From an optimization exercise on the open Yosys and OpenROAD flow, aimed at small area, a short achievable clock period and few clock cycles per item; shortcuts taken in it are not production practice. No activity file was given, so power comes from the tool's default toggle rates.

==> run R <==
==> flow/design.v (excerpt) <==
module pack_enc (
    input  wire        clk,
    input  wire        rst,
    input  wire        in_valid,
    output wire        in_ready,
    input  wire [15:0] in_pix,      
    input  wire [15:0] in_up,       
    input  wire        in_first,    
    input  wire        in_last,     
    input  wire        in_noprev,   
    input  wire        in_eos,      
    output wire        out_valid,
    input  wire        out_ready,
    output wire [31:0] out_data,
    output wire        out_last
);
    localparam N  = 67;            
    localparam DQ = 4;             
    integer i;
    reg        rdy_r;
    reg        p0v;
    reg [15:0] p0_A, p0_B, p0_Ap, p0_Bp;
    reg        p0_f, p0_n;          
    reg        p0_l, p0_e;          
    reg [5:0]  acnt;                
    wire        take = in_valid & rdy_r;
    wire        p0_be = p0_l | (acnt == 6'd63);      
    wire        p0_se = p0_l & p0_e;                 
    wire        gt_ab = p0_Ap > p0_B;
    wire [16:0] dca   = {1'b0, p0_Bp} - {1'b0, p0_Ap};   
    wire [16:0] dcb   = {1'b0, p0_Bp} - {1'b0, p0_B};    
    wire        hi    = ~dca[16] & ~dcb[16];            
    wire        lo    = (dca[16] | (dca[15:0] == 16'd0)) &
                        (dcb[16] | (dcb[15:0] == 16'd0));   
    wire        med_a = hi ? ~gt_ab : (lo &  gt_ab);
    wire        med_b = hi ?  gt_ab : (lo & ~gt_ab);
    wire        sel_0 = p0_n & p0_f;                     
    wire        sel_a = p0_n ? ~p0_f : (~p0_f & med_a);  
    wire        sel_b = ~p0_n & (p0_f | med_b);          
    wire [15:0] r_a = p0_A - p0_Ap;
    wire [15:0] r_b = p0_A - p0_B;
    wire [15:0] r_g = r_a + dcb[15:0];                   
    wire [15:0] r   = sel_0 ? p0_A : (sel_a ? r_a : (sel_b ? r_b : r_g));
    reg        p1v;
    reg [15:0] p1_r;
    reg        p1_be, p1_se;
    wire [15:0] e   = p1_r[15] ? ~{p1_r[14:0], 1'b0} : {p1_r[14:0], 1'b0};
    reg        qv;
    reg [15:0] q_e;
    reg        q_be, q_se;
    wire        have = qv | p1v;
    wire [15:0] w_e  = qv ? q_e  : e;
    wire        w_be = qv ? q_be : p1_be;
    wire        w_se = qv ? q_se : p1_se;
    reg [16*N-1:0] ring;
    reg [6:0]      nlive;           
    reg [6:0]      hp;              
    reg [6:0]      np;              
    wire [15:0]    head = ring[16*N-1 -: 16];
    wire [15:0]    r0   = ring[15:0];
    reg [5:0]  d_len [0:DQ-1];
    reg        d_se  [0:DQ-1];
  ...
==> flow/config.mk <==
export PLATFORM = sky130hd
export DESIGN_NAME = pack_enc
export DESIGN_NICKNAME = pack_enc
export VERILOG_FILES = /design/flow/design.v
export SDC_FILE = /design/flow/constraint.sdc
export NUM_CORES = 4
export LEC_CHECK = 0
export CAP_MARGIN = 20
export CORE_MARGIN = 2
export CORE_UTILIZATION = 40
export SLEW_MARGIN = 20
==> flow/constraint.sdc <==
create_clock -name core_clock -period 16.0 [get_ports {clk}]
set_input_delay 3.2000 -clock core_clock [delete_from_list [all_inputs] [get_ports {clk}]]
set_output_delay 3.2000 -clock core_clock [all_outputs]
set_load 0.01 [all_outputs]
standard.sh (not shown) runs the stock make flow with config.mk's settings and CLKGATE_MAP_FILE= SYNTH_SCRIPT=/design/flow/synth_recipe.tcl, a recipe that flattens the netlist after the stock synthesis.
==> flow/flow/run.sh <==
#!/bin/bash
# The standard layout, with faster port buffers and no dummy clock loads.
set -euo pipefail
export BUFFER_PORTS_ARGS="-buffer_cell sky130_fd_sc_hd__buf_4"
export CTS_ARGS="-sink_clustering_enable -repair_clock_nets -dont_use_dummy_load"
bash standard.sh > standard.log 2>&1
==> run M: changes against run R <==
--- a/flow/design.v
+++ b/flow/design.v
@@ -13,37 +13,45 @@
     input  wire        out_ready,
     output wire [31:0] out_data,
     output wire        out_last
 );
     localparam N  = 67;            
     localparam DQ = 4;             
     integer i;
-    reg        rdy_r;
+    reg rst_r;
+    always @(posedge clk)
+        rst_r <= rst;
+    reg        rdy_r;               
+    reg        full_r;              
+    reg [15:0] p0_D;                
+    reg        p0_cga, p0_cla;      
     reg        p0v;
     reg [15:0] p0_A, p0_B, p0_Ap, p0_Bp;
     reg        p0_f, p0_n;          
     reg        p0_l, p0_e;          
     reg [5:0]  acnt;                
-    wire        take = in_valid & rdy_r;
+    wire        take = in_valid & ~full_r;
+    wire [16:0] dAB  = {1'b0, p0_A} - {1'b0, p0_B};   
     wire        p0_be = p0_l | (acnt == 6'd63);      
     wire        p0_se = p0_l & p0_e;                 
     wire        gt_ab = p0_Ap > p0_B;
-    wire [16:0] dca   = {1'b0, p0_Bp} - {1'b0, p0_Ap};   
-    wire [16:0] dcb   = {1'b0, p0_Bp} - {1'b0, p0_B};    
-    wire        hi    = ~dca[16] & ~dcb[16];            
-    wire        lo    = (dca[16] | (dca[15:0] == 16'd0)) &
-                        (dcb[16] | (dcb[15:0] == 16'd0));   
+    wire        hi    = p0_cga & (p0_Bp >= p0_B);    
+    wire        lo    = p0_cla & (p0_Bp <= p0_B);    
     wire        med_a = hi ? ~gt_ab : (lo &  gt_ab);
     wire        med_b = hi ?  gt_ab : (lo & ~gt_ab);
     wire        sel_0 = p0_n & p0_f;                     
     wire        sel_a = p0_n ? ~p0_f : (~p0_f & med_a);  
     wire        sel_b = ~p0_n & (p0_f | med_b);          
     wire [15:0] r_a = p0_A - p0_Ap;
     wire [15:0] r_b = p0_A - p0_B;
-    wire [15:0] r_g = r_a + dcb[15:0];                   
+    wire [15:0] nb  = ~p0_B;
+    wire [15:0] nd  = ~p0_D;
+    wire [15:0] cs1 = p0_A ^ nb ^ nd;
+    wire [15:0] cc1 = {(p0_A[14:0] & nb[14:0]) | (p0_A[14:0] & nd[14:0]) | (nb[14:0] & nd[14:0]), 1'b0};
+    wire [15:0] r_g = cs1 + cc1 + 16'd2;
     wire [15:0] r   = sel_0 ? p0_A : (sel_a ? r_a : (sel_b ? r_b : r_g));
     reg        p1v;
     reg [15:0] p1_r;
     reg        p1_be, p1_se;
     wire [15:0] e   = p1_r[15] ? ~{p1_r[14:0], 1'b0} : {p1_r[14:0], 1'b0};
     reg        qv;
     reg [15:0] q_e;
@@ -84,16 +92,29 @@
     wire q_ld  = p1v & (qv ? wr : ~wr);
     wire qv_n  = qv ? (~wr | p1v) : (p1v & ~wr);
     wire p0_mv = p0v & (~p1v | p1_mv);
     wire p1v_n = p0_mv | (p1v & ~p1_mv);
     wire p0v_n = take | (p0v & ~p0_mv);
     wire [6:0] nlive_rd = nlive - {6'd0, rd};
     wire [6:0] nlive_n  = nlive_rd + {6'd0, wr};
-    wire [2:0] dcnt_n   = dcnt + {2'd0, push} - {2'd0, pop};
-    wire       hp_last  = (nlive_rd != 7'd0) & (rd | (hp == N - 2));
+    wire [2:0] dcnt_p   = dcnt + 3'd1;
+    wire [2:0] dcnt_m   = dcnt - 3'd1;
+    wire [2:0] dcnt_n   = (push == pop) ? dcnt : (push ? dcnt_p : dcnt_m);
+    wire       nl0  = (nlive == 7'd0);
+    wire       nl1  = (nlive == 7'd1);
+    wire       nlN1 = (nlive == N - 1);
+    wire       z_n  = ~wr & (rd ? nl1 : nl0);
+    wire       f_n  = wr ? (rd ? f_r : nlN1) : (~rd & f_r);
+    wire       hp_last = (rd ? ~nl1 : ~nl0) & (rd | (hp == N - 2));
+    wire       d0   = (dcnt == 3'd0);
+    wire       d1   = (dcnt == 3'd1);
+    wire       dN   = (dcnt == DQ);
+    wire       dN1  = (dcnt == DQ - 1);
+    wire       dnz_n  = push | (pop ? ~(d0 | d1) : ~d0);
+    wire       room_n = (push == pop) ? ~dN : (pop | ~(dN | dN1));
     always @(posedge clk) begin
         ring <= {ring[16*(N-1)-1:0], wr ? w_e : head};
         if (q_ld) begin
             q_e  <= e;
             q_be <= p1_be;
             q_se <= p1_se;
         end
@@ -103,14 +124,17 @@
             p1_se <= p0_se;
         end
         if (take) begin
             p0_A  <= in_pix;
             p0_B  <= in_up;
             p0_Ap <= p0_A;
             p0_Bp <= p0_B;
+            p0_D  <= dAB[15:0];
+            p0_cga <= dAB[16] | (dAB[15:0] == 16'd0);
+            p0_cla <= ~dAB[16];
             p0_f  <= in_first;
             p0_n  <= in_noprev;
             p0_l  <= in_last;
             p0_e  <= in_eos;
         end
         np <= wr ? 7'd0 : ((np == N - 1) ? 7'd0 : np + 7'd1);
         a_r <= wr | (np == N - 1);
@@ -118,16 +142,17 @@
             hp <= 7'd0;
         else if (!rd)
             hp <= (hp == N - 1) ? 7'd0 : hp + 7'd1;
         if (push) begin
             d_len[dwp] <= wcnt;
             d_se[dwp]  <= w_se;
         end
-        if (rst) begin
-            rdy_r <= 1'b1;
+        if (rst_r) begin
+            rdy_r <= 1'b0;
+            full_r <= 1'b1;
             p0v   <= 1'b0;
             p1v   <= 1'b0;
             z_r   <= 1'b1;
             f_r   <= 1'b0;
             rdp_r <= 1'b0;
             room_r <= 1'b1;
             qv    <= 1'b0;
@@ -138,34 +163,39 @@
             wcnt  <= 6'd0;
             rcnt  <= 6'd0;
             dcnt  <= 3'd0;
             dwp   <= 2'd0;
             drp   <= 2'd0;
         end else begin
             rdy_r <= ~(p0v_n & p1v_n & qv_n);
+            full_r <= p0v_n & p1v_n & qv_n;
             p0v   <= p0v_n;
             p1v   <= p1v_n;
-            z_r   <= (nlive_n == 7'd0);
-            f_r   <= (nlive_n == N);
-            rdp_r <= (nlive_n != 7'd0) & hp_last & (dcnt_n != 3'd0);
-            room_r <= (dcnt_n != DQ);
+            z_r   <= z_n;
+            f_r   <= f_n;
+            rdp_r <= ~z_n & hp_last & dnz_n;
+            room_r <= room_n;
             qv    <= qv_n;
             if (p0_mv)
                 acnt <= p0_be ? 6'd0 : acnt + 6'd1;
             nlive <= nlive_n;
             if (wr)
                 wcnt <= w_be ? 6'd0 : wcnt + 6'd1;
             if (rd)
                 rcnt <= rlast ? 6'd0 : rcnt + 6'd1;
             dcnt <= dcnt_n;
             if (push)
                 dwp <= dwp + 2'd1;
             if (pop)
                 drp <= drp + 2'd1;
         end
+        if (rst) begin
+            rdy_r  <= 1'b0;
+            full_r <= 1'b1;
+        end
     end
     function [5:0] clen;
         input [15:0] v;
         input [3:0]  k;
         reg   [15:0] q;
         begin
             q = v >> k;
@@ -224,15 +254,15 @@
                              (bw == 2'd2) ? ai_[5:4] : ai_[7:6]};
     always @(posedge clk) begin
         as_  <= l2s;
         ai_  <= l2i;
         s_be <= w_be;
         if (am1)
             d_k[kwp] <= kbest;
-        if (rst) begin
+        if (rst_r) begin
             s_v  <= 1'b0;
             sclr <= 1'b1;
             am0  <= 1'b0;
             am1  <= 1'b0;
             kwp  <= 2'd0;
         end else begin
             s_v <= wr;
@@ -263,14 +293,15 @@
     reg [6:0]  nacc;
     reg [2:0]  lf;                  
     reg [31:0] w0, w1;
     reg        w0v, w1v, w0l, w1l;
     reg         xfer;               
     reg  [6:0]  p;                  
     reg         app;                
+    reg         napp;               
     wire [75:0] accx = xfer ? {32'd0, acc[75:32]} : acc;
     wire [2:0]  lfx  = xfer ? {1'b0, lf[2:1]} : lf;
     wire [7:0]  pend = {1'b0, p} + {2'b00, e2_len};
     wire [75:0] ins  = {32'd0, e2_item} << p[5:0];
     wire [6:0]  pend1 = pend[6:0] - 7'd1;
     wire [6:0]  rup  = {pend1[6:5] + 2'd1, 5'd0};
     assign e1_rdy = ~e1v | ~e2v | app;
@@ -312,40 +343,44 @@
                 w0  <= acc[31:0];
                 w0l <= lf[0];
             end
         end else if (xfer) begin
             w1  <= acc[31:0];
             w1l <= lf[0];
         end
-        if (rst) begin
+        if (rst_r) begin
             e1v  <= 1'b0;
             e2v  <= 1'b0;
             acc  <= 76'd0;
             nacc <= 7'd0;
             lf   <= 3'd0;
             xfer <= 1'b0;
             p    <= 7'd0;
             app  <= 1'b0;
+            napp <= 1'b1;
             w0v  <= 1'b0;
             w1v  <= 1'b0;
         end else begin
             e1v <= rd | (e1v & ~e2_rdy);
             e2v <= e1_mv | (e2v & ~app);
-            acc <= accx | (app ? ins : 76'd0);
+            acc <= accx | (napp ? 76'd0 : ins);
             nacc <= nacc_n;
             lf   <= (app & e2_l) ? (lfx | (3'd1 << pend1[6:5])) : lfx;
             xfer <= xfer_n;
             p    <= xfer_n ? nacc_m : nacc_n;
             app  <= app_n;
+            napp <= ~app_n;
             if (w0_free) begin
                 w0v <= w1v | xfer;
                 w1v <= 1'b0;
             end else if (xfer) begin
                 w1v <= 1'b1;
             end
         end
+        if (rst)
+            w0v <= 1'b0;
     end
     assign in_ready  = rdy_r;
     assign out_valid = w0v;
     assign out_data  = w0;
     assign out_last  = w0l;
 endmodule
==> flow/flow/run.sh (replaced) <==
#!/bin/bash
# The standard layout, with faster port buffers, larger clock sink clusters and no dummy clock loads.
set -euo pipefail
export BUFFER_PORTS_ARGS="-buffer_cell sky130_fd_sc_hd__buf_4"
export CTS_ARGS="-sink_clustering_enable -repair_clock_nets -dont_use_dummy_load -sink_clustering_size 28 -sink_clustering_max_diameter 80"
bash standard.sh > standard.log 2>&1
==> run B: changes against run R <==
--- a/flow/design.v
+++ b/flow/design.v
@@ -17,19 +17,18 @@
     localparam N  = 67;            
     localparam DQ = 4;             
     integer i;
     reg        rdy_r;
     reg        p0v;
     reg [15:0] p0_A, p0_B, p0_Ap, p0_Bp;
     reg        p0_f, p0_n;          
-    reg        p0_l, p0_e;          
+    reg        p0_be, p0_se;        
     reg [5:0]  acnt;                
     wire        take = in_valid & rdy_r;
-    wire        p0_be = p0_l | (acnt == 6'd63);      
-    wire        p0_se = p0_l & p0_e;                 
+    wire        be_in = in_last | (acnt == 6'd63);
     wire        gt_ab = p0_Ap > p0_B;
     wire [16:0] dca   = {1'b0, p0_Bp} - {1'b0, p0_Ap};   
     wire [16:0] dcb   = {1'b0, p0_Bp} - {1'b0, p0_B};    
     wire        hi    = ~dca[16] & ~dcb[16];            
     wire        lo    = (dca[16] | (dca[15:0] == 16'd0)) &
                         (dcb[16] | (dcb[15:0] == 16'd0));   
     wire        med_a = hi ? ~gt_ab : (lo &  gt_ab);
@@ -105,16 +104,16 @@
         if (take) begin
             p0_A  <= in_pix;
             p0_B  <= in_up;
             p0_Ap <= p0_A;
             p0_Bp <= p0_B;
             p0_f  <= in_first;
             p0_n  <= in_noprev;
-            p0_l  <= in_last;
-            p0_e  <= in_eos;
+            p0_be <= be_in;
+            p0_se <= in_last & in_eos;
         end
         np <= wr ? 7'd0 : ((np == N - 1) ? 7'd0 : np + 7'd1);
         a_r <= wr | (np == N - 1);
         if (nlive_rd == 7'd0)
             hp <= 7'd0;
         else if (!rd)
             hp <= (hp == N - 1) ? 7'd0 : hp + 7'd1;
@@ -145,16 +144,16 @@
             p0v   <= p0v_n;
             p1v   <= p1v_n;
             z_r   <= (nlive_n == 7'd0);
             f_r   <= (nlive_n == N);
             rdp_r <= (nlive_n != 7'd0) & hp_last & (dcnt_n != 3'd0);
             room_r <= (dcnt_n != DQ);
             qv    <= qv_n;
-            if (p0_mv)
-                acnt <= p0_be ? 6'd0 : acnt + 6'd1;
+            if (take)
+                acnt <= be_in ? 6'd0 : acnt + 6'd1;
             nlive <= nlive_n;
             if (wr)
                 wcnt <= w_be ? 6'd0 : wcnt + 6'd1;
             if (rd)
                 rcnt <= rlast ? 6'd0 : rcnt + 6'd1;
             dcnt <= dcnt_n;
             if (push)
@@ -208,24 +207,21 @@
                                           (s_v ? {5'd0, clen(r0, g)} : 11'd0);
                     sums[12 * g + 11]  <= 1'b0;
                 end
             end
         end
     endgenerate
     wire [11:0] a0 = as_[11:0], a1 = as_[23:12], a2 = as_[35:24], a3 = as_[47:36];
-    wire        b01 = a1 < a0;
-    wire        b23 = a3 < a2;
-    wire        b02 = a2 < a0;
-    wire        b03 = a3 < a0;
-    wire        b12 = a2 < a1;
-    wire        b13 = a3 < a1;
-    wire        bhi = b01 ? (b23 ? b13 : b12) : (b23 ? b03 : b02);
-    wire [1:0]  bw  = {bhi, bhi ? b23 : b01};
-    wire [3:0]  kbest = {bw, (bw == 2'd0) ? ai_[1:0] : (bw == 2'd1) ? ai_[3:2] :
-                             (bw == 2'd2) ? ai_[5:4] : ai_[7:6]};
+    wire        b0 = a1 < a0;
+    wire        b1 = a3 < a2;
+    wire [11:0] bs0 = b0 ? a1 : a0;
+    wire [11:0] bs1 = b1 ? a3 : a2;
+    wire [3:0]  bk0 = b0 ? {2'd1, ai_[3:2]} : {2'd0, ai_[1:0]};
+    wire [3:0]  bk1 = b1 ? {2'd3, ai_[7:6]} : {2'd2, ai_[5:4]};
+    wire [3:0]  kbest = (bs1 < bs0) ? bk1 : bk0;
     always @(posedge clk) begin
         as_  <= l2s;
         ai_  <= l2i;
         s_be <= w_be;
         if (am1)
             d_k[kwp] <= kbest;
         if (rst) begin
==> flow/run.sh (new file) <==
#!/bin/bash
# synth_recipe.tcl (not shown) runs the flow's synth.tcl, then flattens the netlist and writes it again
# the make line also repeats each setting of config.mk as NAME=value (left out here)
make -C /OpenROAD-flow-scripts/flow DESIGN_CONFIG=/design/flow/config.mk WORK_HOME=/design/flow/orfs CLKGATE_MAP_FILE= SYNTH_SCRIPT=/design/flow/synth_recipe.tcl finish
CTS_BUF_LIST = sky130_fd_sc_hd__clkbuf_4 sky130_fd_sc_hd__clkbuf_8   (was not set)
removed: flow/flow/run.sh
removed: flow/standard.sh
==> run E: changes against run R <==
--- a/flow/design.v
+++ b/flow/design.v
@@ -13,37 +13,44 @@
     input  wire        out_ready,
     output wire [31:0] out_data,
     output wire        out_last
 );
     localparam N  = 67;            
     localparam DQ = 4;             
     integer i;
-    reg        rdy_r;
+    reg rst_r;
+    always @(posedge clk)
+        rst_r <= rst;
+    reg        rdy_r;               
+    reg        full_r;              
+    reg [15:0] p0_D;                
+    reg        p0_cga, p0_cla;      
     reg        p0v;
     reg [15:0] p0_A, p0_B, p0_Ap, p0_Bp;
     reg        p0_f, p0_n;          
     reg        p0_l, p0_e;          
     reg [5:0]  acnt;                
-    wire        take = in_valid & rdy_r;
+    wire        take = in_valid & ~full_r;
     wire        p0_be = p0_l | (acnt == 6'd63);      
     wire        p0_se = p0_l & p0_e;                 
     wire        gt_ab = p0_Ap > p0_B;
-    wire [16:0] dca   = {1'b0, p0_Bp} - {1'b0, p0_Ap};   
-    wire [16:0] dcb   = {1'b0, p0_Bp} - {1'b0, p0_B};    
-    wire        hi    = ~dca[16] & ~dcb[16];            
-    wire        lo    = (dca[16] | (dca[15:0] == 16'd0)) &
-                        (dcb[16] | (dcb[15:0] == 16'd0));   
+    wire        hi    = p0_cga & (p0_Bp >= p0_B);    
+    wire        lo    = p0_cla & (p0_Bp <= p0_B);    
     wire        med_a = hi ? ~gt_ab : (lo &  gt_ab);
     wire        med_b = hi ?  gt_ab : (lo & ~gt_ab);
     wire        sel_0 = p0_n & p0_f;                     
     wire        sel_a = p0_n ? ~p0_f : (~p0_f & med_a);  
     wire        sel_b = ~p0_n & (p0_f | med_b);          
     wire [15:0] r_a = p0_A - p0_Ap;
     wire [15:0] r_b = p0_A - p0_B;
-    wire [15:0] r_g = r_a + dcb[15:0];                   
+    wire [15:0] nb  = ~p0_B;
+    wire [15:0] nd  = ~p0_D;
+    wire [15:0] cs1 = p0_A ^ nb ^ nd;
+    wire [15:0] cc1 = {(p0_A[14:0] & nb[14:0]) | (p0_A[14:0] & nd[14:0]) | (nb[14:0] & nd[14:0]), 1'b0};
+    wire [15:0] r_g = cs1 + cc1 + 16'd2;
     wire [15:0] r   = sel_0 ? p0_A : (sel_a ? r_a : (sel_b ? r_b : r_g));
     reg        p1v;
     reg [15:0] p1_r;
     reg        p1_be, p1_se;
     wire [15:0] e   = p1_r[15] ? ~{p1_r[14:0], 1'b0} : {p1_r[14:0], 1'b0};
     reg        qv;
     reg [15:0] q_e;
@@ -85,15 +92,26 @@
     wire qv_n  = qv ? (~wr | p1v) : (p1v & ~wr);
     wire p0_mv = p0v & (~p1v | p1_mv);
     wire p1v_n = p0_mv | (p1v & ~p1_mv);
     wire p0v_n = take | (p0v & ~p0_mv);
     wire [6:0] nlive_rd = nlive - {6'd0, rd};
     wire [6:0] nlive_n  = nlive_rd + {6'd0, wr};
     wire [2:0] dcnt_n   = dcnt + {2'd0, push} - {2'd0, pop};
-    wire       hp_last  = (nlive_rd != 7'd0) & (rd | (hp == N - 2));
+    wire       nl0  = (nlive == 7'd0);
+    wire       nl1  = (nlive == 7'd1);
+    wire       nlN1 = (nlive == N - 1);
+    wire       z_n  = ~wr & (rd ? nl1 : nl0);
+    wire       f_n  = wr ? (rd ? f_r : nlN1) : (~rd & f_r);
+    wire       hp_last = (rd ? ~nl1 : ~nl0) & (rd | (hp == N - 2));
+    wire       d0   = (dcnt == 3'd0);
+    wire       d1   = (dcnt == 3'd1);
+    wire       dN   = (dcnt == DQ);
+    wire       dN1  = (dcnt == DQ - 1);
+    wire       dnz_n  = push | (pop ? ~(d0 | d1) : ~d0);
+    wire       room_n = (push == pop) ? ~dN : (pop | ~(dN | dN1));
     always @(posedge clk) begin
         ring <= {ring[16*(N-1)-1:0], wr ? w_e : head};
         if (q_ld) begin
             q_e  <= e;
             q_be <= p1_be;
             q_se <= p1_se;
         end
@@ -103,14 +121,17 @@
             p1_se <= p0_se;
         end
         if (take) begin
             p0_A  <= in_pix;
             p0_B  <= in_up;
             p0_Ap <= p0_A;
             p0_Bp <= p0_B;
+            p0_D  <= p0_A - p0_B;
+            p0_cga <= p0_B >= p0_A;
+            p0_cla <= p0_B <= p0_A;
             p0_f  <= in_first;
             p0_n  <= in_noprev;
             p0_l  <= in_last;
             p0_e  <= in_eos;
         end
         np <= wr ? 7'd0 : ((np == N - 1) ? 7'd0 : np + 7'd1);
         a_r <= wr | (np == N - 1);
@@ -118,16 +139,17 @@
             hp <= 7'd0;
         else if (!rd)
             hp <= (hp == N - 1) ? 7'd0 : hp + 7'd1;
         if (push) begin
             d_len[dwp] <= wcnt;
             d_se[dwp]  <= w_se;
         end
-        if (rst) begin
-            rdy_r <= 1'b1;
+        if (rst_r) begin
+            rdy_r <= 1'b0;
+            full_r <= 1'b1;
             p0v   <= 1'b0;
             p1v   <= 1'b0;
             z_r   <= 1'b1;
             f_r   <= 1'b0;
             rdp_r <= 1'b0;
             room_r <= 1'b1;
             qv    <= 1'b0;
@@ -138,34 +160,39 @@
             wcnt  <= 6'd0;
             rcnt  <= 6'd0;
             dcnt  <= 3'd0;
             dwp   <= 2'd0;
             drp   <= 2'd0;
         end else begin
             rdy_r <= ~(p0v_n & p1v_n & qv_n);
+            full_r <= p0v_n & p1v_n & qv_n;
             p0v   <= p0v_n;
             p1v   <= p1v_n;
-            z_r   <= (nlive_n == 7'd0);
-            f_r   <= (nlive_n == N);
-            rdp_r <= (nlive_n != 7'd0) & hp_last & (dcnt_n != 3'd0);
-            room_r <= (dcnt_n != DQ);
+            z_r   <= z_n;
+            f_r   <= f_n;
+            rdp_r <= ~z_n & hp_last & dnz_n;
+            room_r <= room_n;
             qv    <= qv_n;
             if (p0_mv)
                 acnt <= p0_be ? 6'd0 : acnt + 6'd1;
             nlive <= nlive_n;
             if (wr)
                 wcnt <= w_be ? 6'd0 : wcnt + 6'd1;
             if (rd)
                 rcnt <= rlast ? 6'd0 : rcnt + 6'd1;
             dcnt <= dcnt_n;
             if (push)
                 dwp <= dwp + 2'd1;
             if (pop)
                 drp <= drp + 2'd1;
         end
+        if (rst) begin
+            rdy_r  <= 1'b0;
+            full_r <= 1'b1;
+        end
     end
     function [5:0] clen;
         input [15:0] v;
         input [3:0]  k;
         reg   [15:0] q;
         begin
             q = v >> k;
@@ -224,15 +251,15 @@
                              (bw == 2'd2) ? ai_[5:4] : ai_[7:6]};
     always @(posedge clk) begin
         as_  <= l2s;
         ai_  <= l2i;
         s_be <= w_be;
         if (am1)
             d_k[kwp] <= kbest;
-        if (rst) begin
+        if (rst_r) begin
             s_v  <= 1'b0;
             sclr <= 1'b1;
             am0  <= 1'b0;
             am1  <= 1'b0;
             kwp  <= 2'd0;
         end else begin
             s_v <= wr;
@@ -312,15 +339,15 @@
                 w0  <= acc[31:0];
                 w0l <= lf[0];
             end
         end else if (xfer) begin
             w1  <= acc[31:0];
             w1l <= lf[0];
         end
-        if (rst) begin
+        if (rst_r) begin
             e1v  <= 1'b0;
             e2v  <= 1'b0;
             acc  <= 76'd0;
             nacc <= 7'd0;
             lf   <= 3'd0;
             xfer <= 1'b0;
             p    <= 7'd0;
@@ -339,13 +366,15 @@
             if (w0_free) begin
                 w0v <= w1v | xfer;
                 w1v <= 1'b0;
             end else if (xfer) begin
                 w1v <= 1'b1;
             end
         end
+        if (rst)
+            w0v <= 1'b0;
     end
     assign in_ready  = rdy_r;
     assign out_valid = w0v;
     assign out_data  = w0;
     assign out_last  = w0l;
 endmodule
==> flow/flow/run.sh (replaced) <==
#!/bin/bash
# The standard layout, with faster port buffers, larger clock sink clusters, no dummy clock
# loads, and adders left to ABC instead of the library's full/half-adder cells.
set -euo pipefail
export ADDER_MAP_FILE=
export BUFFER_PORTS_ARGS="-buffer_cell sky130_fd_sc_hd__buf_4"
export CTS_ARGS="-sink_clustering_enable -repair_clock_nets -dont_use_dummy_load -sink_clustering_size 28 -sink_clustering_max_diameter 80"
bash standard.sh > standard.log 2>&1
==> summary of the runs <==
- Between run R and run M, the lower sequential share of layout area is in run R (gap 2.3 points).
- In run B the via count is higher than in run M, by 5.6%.
- Global-route usage: run M < run E < run R < run B.
- Sequential power: run M is smaller than run B (about 3%).
- Maximum frequency, highest first: run R, run M, run E, run B.
- Register-to-register slack: run B is lower than run R (0.02 ns).
- The lowest area after synthesis belongs to run E, the highest to run R.
No functional check of the RTL was part of any run of this note.

==> what the ideal ports hide <==
The flow's constraints put no driver on any port. The routed layouts listed below were extracted and timed again, unchanged, in two steps. Step 1, drivers: a clkbuf_16 drives clk and a buf_2 each remaining input, both assumed. Step 2, shift: input delay + t, output delay - t, t = (earliest + latest rising clock arrival at the registers) / 2. This alone moves slack from input paths to output paths. Slacks: no drivers / after step 1 / after step 2; pairs: no drivers / after step 1.
run | t (ns) | setup WS [ns] | worst setup path at the end
run R | 0.814 | 11.187 / 11.187 / 10.950 | input to register
run M | 0.774 | 11.161 / 11.216 / 10.441 | input to register
run B | 1.034 | 10.819 / 10.735 / 10.085 | input to register
run E | 0.776 | 10.841 / 10.841 / 10.670 | input to register
After both steps every run listed still meets setup and hold. The setup slack of run B, which loses most, moves by -0.084 ns with the drivers and by -0.734 ns with both steps.
